From an optimization exercise on the open Yosys and OpenROAD flow, aimed at small area and few clock cycles per item; shortcuts taken in it are not production practice. The RTL was checked by simulation tests, not by an equivalence proof against the original design.

===== flow/config.mk =====
export PLATFORM = sky130hd
export DESIGN_NAME = ctl_pid
export DESIGN_NICKNAME = ctl_pid
export VERILOG_FILES = /design/flow/design.v
export SDC_FILE = /design/flow/constraint.sdc
export NUM_CORES = 4
export LEC_CHECK = 0
export CAP_MARGIN = 20
export CORE_MARGIN = 2
export CORE_UTILIZATION = 40
export SLEW_MARGIN = 20

===== flow/run.sh =====
#!/bin/bash
# synth_recipe.tcl (not shown) runs the flow's synth.tcl, then flattens the netlist and writes it again
# the make line also repeats each setting of config.mk as NAME=value (left out here)
make -C /OpenROAD-flow-scripts/flow DESIGN_CONFIG=/design/flow/config.mk WORK_HOME=/design/flow/orfs CLKGATE_MAP_FILE= SYNTH_SCRIPT=/design/flow/synth_recipe.tcl finish

===== flow/constraint.sdc =====
create_clock -name core_clock -period 20.0 [get_ports {clk}]
set_input_delay 4.0000 -clock core_clock [delete_from_list [all_inputs] [get_ports {clk}]]
set_output_delay 4.0000 -clock core_clock [all_outputs]
set_load 0.01 [all_outputs]

===== flow/design.v =====
module ctl_pid (
    input  wire        clk,
    input  wire        rst,
    input  wire        in_valid,
    output wire        in_ready,
    input  wire        restart,
    input  wire [31:0] y,
    input  wire [31:0] ri,
    input  wire [31:0] u0,
    input  wire        slew_en,
    input  wire [30:0] slew,
    input  wire [23:0] kp,
    input  wire [23:0] ki,
    input  wire [23:0] kd,
    input  wire [23:0] kn,
    input  wire [31:0] lo,
    input  wire [31:0] hi,
    input  wire [31:0] rp_in,
    input  wire [31:0] yp_in,
    input  wire [47:0] d_in,
    input  wire [47:0] i_in,
    input  wire [31:0] u_prev_in,
    input  wire        reinit_in,
    output reg         out_valid,
    output reg  [31:0] u,
    output reg  [31:0] r_out,
    output reg  [47:0] d_out,
    output reg  [47:0] i_out
);
    assign in_ready = 1'b1;
    function signed [31:0] sat32_34;
        input signed [33:0] v;
        begin
            if (v > 34'sd2147483647)       sat32_34 = 32'sh7FFFFFFF;
            else if (v < -34'sd2147483648) sat32_34 = 32'sh80000000;
            else                           sat32_34 = v[31:0];
        end
    endfunction
    function signed [31:0] sat32_40;
        input signed [39:0] v;
        begin
            if (v > 40'sd2147483647)       sat32_40 = 32'sh7FFFFFFF;
            else if (v < -40'sd2147483648) sat32_40 = 32'sh80000000;
            else                           sat32_40 = v[31:0];
        end
    endfunction
    localparam signed [59:0] MAX48 = 60'sd140737488355327;     
    localparam signed [59:0] MIN48 = -60'sd140737488355328;    
    function signed [47:0] sat48;
        input signed [59:0] v;
        begin
            if (v > MAX48)      sat48 = 48'sh7FFFFFFFFFFF;
            else if (v < MIN48) sat48 = 48'sh800000000000;
            else                sat48 = v[47:0];
        end
    endfunction
    reg               v0;
    reg               restart0, slew_en0, reinit0;
    reg signed [31:0] y0, ri0, u00, lo0, hi0, rp0, yp0, up0;
    reg        [30:0] slew0;
    reg signed [23:0] kp0, ki0, kd0, kn0;
    reg signed [47:0] d0, i0;
    always @(posedge clk) begin
        if (rst) v0 <= 1'b0;
        else     v0 <= in_valid;
        restart0 <= restart;   slew_en0 <= slew_en; reinit0 <= reinit_in;
        y0  <= y;   ri0 <= ri;  u00 <= u0;  lo0 <= lo;  hi0 <= hi;
        rp0 <= rp_in; yp0 <= yp_in; up0 <= u_prev_in;
        slew0 <= slew;
        kp0 <= kp;  ki0 <= ki;  kd0 <= kd;  kn0 <= kn;
        d0  <= d_in; i0 <= i_in;
    end
    reg signed [31:0] s1_rp, s1_yp, s1_up, s1_r, s1_e, s1_dy, s1_step;
    reg signed [47:0] s1_d;
    reg               s1_reinit;
    reg        [16:0] s1_kn;
    reg signed [31:0] s1_slew;
    always @* begin
        if (restart0) begin
            s1_rp     = y0;
            s1_yp     = y0;
            s1_d      = 48'sd0;
            if (u00 < lo0)      s1_up = lo0;
            else if (u00 > hi0) s1_up = hi0;
            else                s1_up = u00;
            s1_reinit = 1'b1;
        end else begin
            s1_rp     = rp0;
            s1_yp     = yp0;
            s1_d      = d0;
            s1_up     = up0;
            s1_reinit = reinit0;
        end
        s1_slew = {1'b0, slew0};
        s1_step = sat32_34({{2{ri0[31]}}, ri0} - {{2{s1_rp[31]}}, s1_rp});
        if (s1_step > s1_slew)       s1_step = s1_slew;
        else if (s1_step < -s1_slew) s1_step = -s1_slew;
        s1_r = slew_en0 ? s1_rp + s1_step : ri0;
        s1_e  = sat32_34({{2{s1_r[31]}}, s1_r} - {{2{y0[31]}}, y0});
        s1_dy = sat32_34({{2{y0[31]}}, y0} - {{2{s1_yp[31]}}, s1_yp});
        if (kn0 < 0)                     s1_kn = 17'd0;
        else if (kn0 > 24'sh010000)      s1_kn = 17'h10000;
        else                             s1_kn = kn0[16:0];
    end
    reg               v1, reinit1;
    reg signed [31:0] r1, e1, dy1, up1, lo1, hi1;
    reg signed [47:0] d1, i1;
    reg        [16:0] kn1;
    reg signed [23:0] kp1, ki1, kd1;
    always @(posedge clk) begin
        if (rst) v1 <= 1'b0;
        else     v1 <= v0;
        reinit1 <= s1_reinit;
        r1 <= s1_r;  e1 <= s1_e;  dy1 <= s1_dy;  up1 <= s1_up;
        lo1 <= lo0;  hi1 <= hi0;  d1 <= s1_d;    i1 <= i0;
        kn1 <= s1_kn; kp1 <= kp0; ki1 <= ki0;    kd1 <= kd0;
    end
    wire signed [55:0] kpe  = kp1 * e1;
    wire signed [55:0] kie  = ki1 * e1;
    wire signed [55:0] kddy = kd1 * dy1;
    reg               v2, reinit2;
    reg signed [55:0] kpe2, kie2, kddy2;
    reg signed [31:0] r2, up2, lo2, hi2;
    reg signed [47:0] d2, i2;
    reg        [16:0] kn2;
    always @(posedge clk) begin
        if (rst) v2 <= 1'b0;
        else     v2 <= v1;
        reinit2 <= reinit1;
        kpe2 <= kpe;  kie2 <= kie;  kddy2 <= kddy;
        r2 <= r1;  up2 <= up1;  lo2 <= lo1;  hi2 <= hi1;
        d2 <= d1;  i2 <= i1;    kn2 <= kn1;
    end
    reg signed [47:0] s3_g, s3_d;
    reg signed [48:0] s3_gd;
    reg signed [66:0] s3_prod;
    reg signed [50:0] s3_step;
    reg signed [39:0] s3_pr;
    reg signed [31:0] s3_p;
    always @* begin
        s3_g    = sat48(-{{4{kddy2[55]}}, kddy2});
        s3_gd   = {s3_g[47], s3_g} - {d2[47], d2};
        s3_prod = $signed({1'b0, kn2}) * s3_gd;
        s3_step = (s3_prod + 67'sd32768 - (s3_prod < 0 ? 67'sd1 : 67'sd0)) >>> 16;
        s3_d    = sat48({{12{d2[47]}}, d2} + {{9{s3_step[50]}}, s3_step});
        s3_pr   = (kpe2 + 56'sd32768 - (kpe2 < 0 ? 56'sd1 : 56'sd0)) >>> 16;
        s3_p    = sat32_40(s3_pr);
    end
    reg               v3, reinit3;
    reg signed [31:0] p3, r3, up3, lo3, hi3;
    reg signed [47:0] d3, i3;
    reg signed [55:0] kie3;
    always @(posedge clk) begin
        if (rst) v3 <= 1'b0;
        else     v3 <= v2;
        reinit3 <= reinit2;
        p3 <= s3_p;  r3 <= r2;  up3 <= up2;  lo3 <= lo2;  hi3 <= hi2;
        d3 <= s3_d;  i3 <= i2;  kie3 <= kie2;
    end
    reg signed [47:0] s4_i, s4_ic;
    reg signed [48:0] s4_icd;
    reg signed [33:0] s4_q;
    reg signed [31:0] s4_v, s4_u;
    always @* begin
        if (reinit3)
            s4_i = sat48({{12{up3[31]}}, up3, 16'd0} - {{12{p3[31]}}, p3, 16'd0}
                         - {{12{d3[47]}}, d3});
        else
            s4_i = i3;
        s4_ic  = sat48({{12{s4_i[47]}}, s4_i} + {{4{kie3[55]}}, kie3});
        s4_icd = {s4_ic[47], s4_ic} + {d3[47], d3};
        s4_q   = ($signed({s4_icd[48], s4_icd}) + 50'sd32768 - (s4_icd < 0 ? 50'sd1 : 50'sd0)) >>> 16;
        s4_v   = sat32_40({{8{p3[31]}}, p3} + {{6{s4_q[33]}}, s4_q});
        if (s4_v > lo3 && s4_v < hi3) s4_i = s4_ic;
        if (s4_v < lo3)      s4_u = lo3;
        else if (s4_v > hi3) s4_u = hi3;
        else                 s4_u = s4_v;
    end
    always @(posedge clk) begin
        if (rst) out_valid <= 1'b0;
        else     out_valid <= v3;
        u     <= s4_u;
        r_out <= r3;
        d_out <= d3;
        i_out <= s4_i;
    end
endmodule

==> qor.csv <==
metric,value,unit
CTS Root Cell,clkbuf_16,
biggest area consumer among synthesized cells,fa_1,
Filler Cells Inserted,44000,
final std cells w/o fill,27000,
io pins,647,
Most used DFF post-synth,dfxtp_1,
# setup viols final,0,
Synth top cells by count,"inv_1 (3711), fa_1 (3166), nand2_1 (2580)",
clock skew,0.142,ns
top-count cell post-synth,inv_1,
area of the multi-input gates,132000,um^2
Synth Instances,19700,
initial antenna violation count,62,
YS warnings,1,
# hold bufs at CTS,0,
Max Slew Vio Count,0,
drt total wl,598000,um
CP most frequent cell,buf_4,
CTS buffer count,201,
crit path time final,18.85,ns
core area,457000,um^2
drt first-iter violations,9027,
drt pass-1 iters,7,
worst setup margin,1.15,ns
crit-path max cell delay,0.71,ns
GPL Wtd Cong,0.966,
vias in the first global route,144000,
largest cells by area after synthesis,"fa_1 (34%), dfxtp_1 (19%), ha_1 (9.4%)",
Detail Route Antenna Nets,0,
drt drc,0,
placed cells,26600,
vias after detailed routing,138000,
Final nets,25700,
HPWL Detailed,479000,um
Max Cap Viol,0,
gr ovfl total,0,
Slew @ Worst Pin,1.38,ns
Max Fclk,53.1,MHz
CP Capture Type,flip-flop,
WP data required,20.92,ns
pre-CTS setup slack,-0.521,ns
chip width,682,um
synthesized cell area,184000,um^2
Area growth syn-to-layout,14.0,%
"Async S/R FF share, synth",0,%
syn nets,24800,
Clock Tree Buf Depth,4,
register area,35100,um^2
Synth top area share,34.5,%
die height,682,um
Worst-path clk slew,0.07,ns
sequential area share after synthesis,19.0,%
CP startpoint kind,flip-flop,
Critical Path Fanout Max,45,
worst hold path type,flip-flop to flip-flop,
status,finished clean,
layout cell share with drive strength beyond 1,7.17,%
vias per cell,5.13,
largest net degree at the start of global routing,62,
final instance area,209000,um^2
clock sinks,1748,
placed inst area,202000,um^2
Worst-Skew Late Latency,0.99,ns
Hold Slack,0.277,ns
number of flops mapped to enable cells by yosys,0,
die footprint,465000,um^2
Synth Area per Inst,9.32,um^2
Starting Density,40.2,%
"Hold Violations, Final",0,
first-pass GRT wire length,901000,um
Setup CP Type,flip-flop to flip-flop,
Yosys cell types,90,
per-cell routed wire length,22.2,um
Port-buffer cells,645,
Placement Rows,248,
Crit-path slowest cell,o21ai_1,
TritonCTS clock tree,built,
CTS HTree Levels,4,
Slew HR,7.31,%
Yosys reg bits,1748,
period utilization,94.2,%
Worst EP arrival,19.77,ns
gr usage total,25.7,%
## critical path, delay by kind of cell, from the launching register on
family | cells | cell delay (ns)
AOI/OAI and AO/OA | 33 | 7.13
xor gates and xnor gates | 3 | 0.47
adders and majority gates | 9 | 4.23
buffers and inverters | 15 | 2.26
DFF | 1 | 0.32
and+or+nand+nor | 23 | 4.35
## metal layers
metal	wire, um	part of all wire, %	global-route usage (%)
met3	40700	6.8	4.17
met4	32100	5.4	11.4
met1	258000	43	34.6
met2	267000	45	40.8
met5	182	0.030	0
## layout make-up
class,count,area share [%]
antenna,35,0.0418
clock buffer,239,2.56
clock inverter,128,0.829
inverter,3714,6.66
multi-input combinational,13500,63.2
sequential,1748,16.8
tap,6125,3.66
timing repair buffer,1491,6.25
## kinds of logic after synthesis
| family | share of synthesized area (%) |
|---|---|
| AO/OA/AOI/OAI | 9.62 |
| XOR/XNOR | 3.79 |
| adder cells (fa/ha/maj) | 44.0 |
| buffers and inverters | 9.20 |
| flip-flops | 19.0 |
| multiplexers | 0.761 |
| other | 0.00204 |
| AND/OR/NAND/NOR | 13.6 |
## placed cells by master, fill, tap and decap left out, types with 597 or more instances in the layout
cell	count
dfxtp_1	1658
fa_1	3166
inv_1	3710
and2_1	1034
ha_1	1377
o21ai_0	597
nand2_1	2580
clkdlybuf4s50_1	645
buf_4	820
a21oi_1	798
## what timing repair did
item / in CTS / in global routing
pin swaps: 1 / 14
gates cloned: 2 / 2
resized for setup: 9 / 81
setup buffers: 0 / 10
endpoints found under the setup margin: 80 / 128
## flip-flops by register name (all words and copies together), names as in the netlist, 48 cells and up
register  count
kddy2        56
kie2         56
kie3         56
kpe2         56
d0           48
d1           48
d2           48
d3           48
d_out        48
i0           48
i1           48
i2           48
i3           48
i_out        48
## per-stage QoR
stage | setup TNS (ns) | util, %
3_3_place_gp | -26.47 | 44.1
3_5_place_dp | -28.24 | 44.2
2_1_floorplan | 0 | -
4_1_cts | 0 | 45.7
6_report | 0 | 45.8
5_1_grt | -0.176 | 45.8
## path summary, 6_finish.rpt
path	to	slack, ns	cells after the start	from
hold reg to reg	i3[26]$_DFF_P_	0.28	0	i2[26]$_DFF_P_
hold / removal	i3[26]$_DFF_P_	0.28	0	i2[26]$_DFF_P_
setup / recovery	d3[39]$_SDFF_PN1_	1.15	83	kddy2[9]$_DFF_P_
setup reg to reg	d3[39]$_SDFF_PN1_	1.15	83	kddy2[9]$_DFF_P_
Testbench counts, summed over its fixed seeds: cycles 32,040, items 32,000.

[what the ideal ports hide]
The results above use ideal ports. As a check the final layout listed here was re-extracted and re-timed, cells and wires unchanged.
Step 1 (the two cells are an assumption about what drives the block):
set clk [get_ports {clk}]
set_driving_cell -lib_cell sky130_fd_sc_hd__clkbuf_16 $clk
set_driving_cell -lib_cell sky130_fd_sc_hd__buf_2 [delete_from_list [all_inputs] $clk]
Step 2 also shifts input and output timing later by t, the mid clock arrival at the registers, as if the neighbouring blocks saw the same clock.
Three values: no drivers, after step 1, after step 2; two values: the first two.
t (ns): 1.031
slack for setup (ns): 1.153 / 1.153 / 1.153
worst register clock-pin slew, ns: 0.09 / 0.09
worst slew at a driven data input, ns: 0.21
After both steps this run still meets setup and hold. The setup slack of this run moves by 0.000 ns with the drivers and by 0.000 ns with both steps.
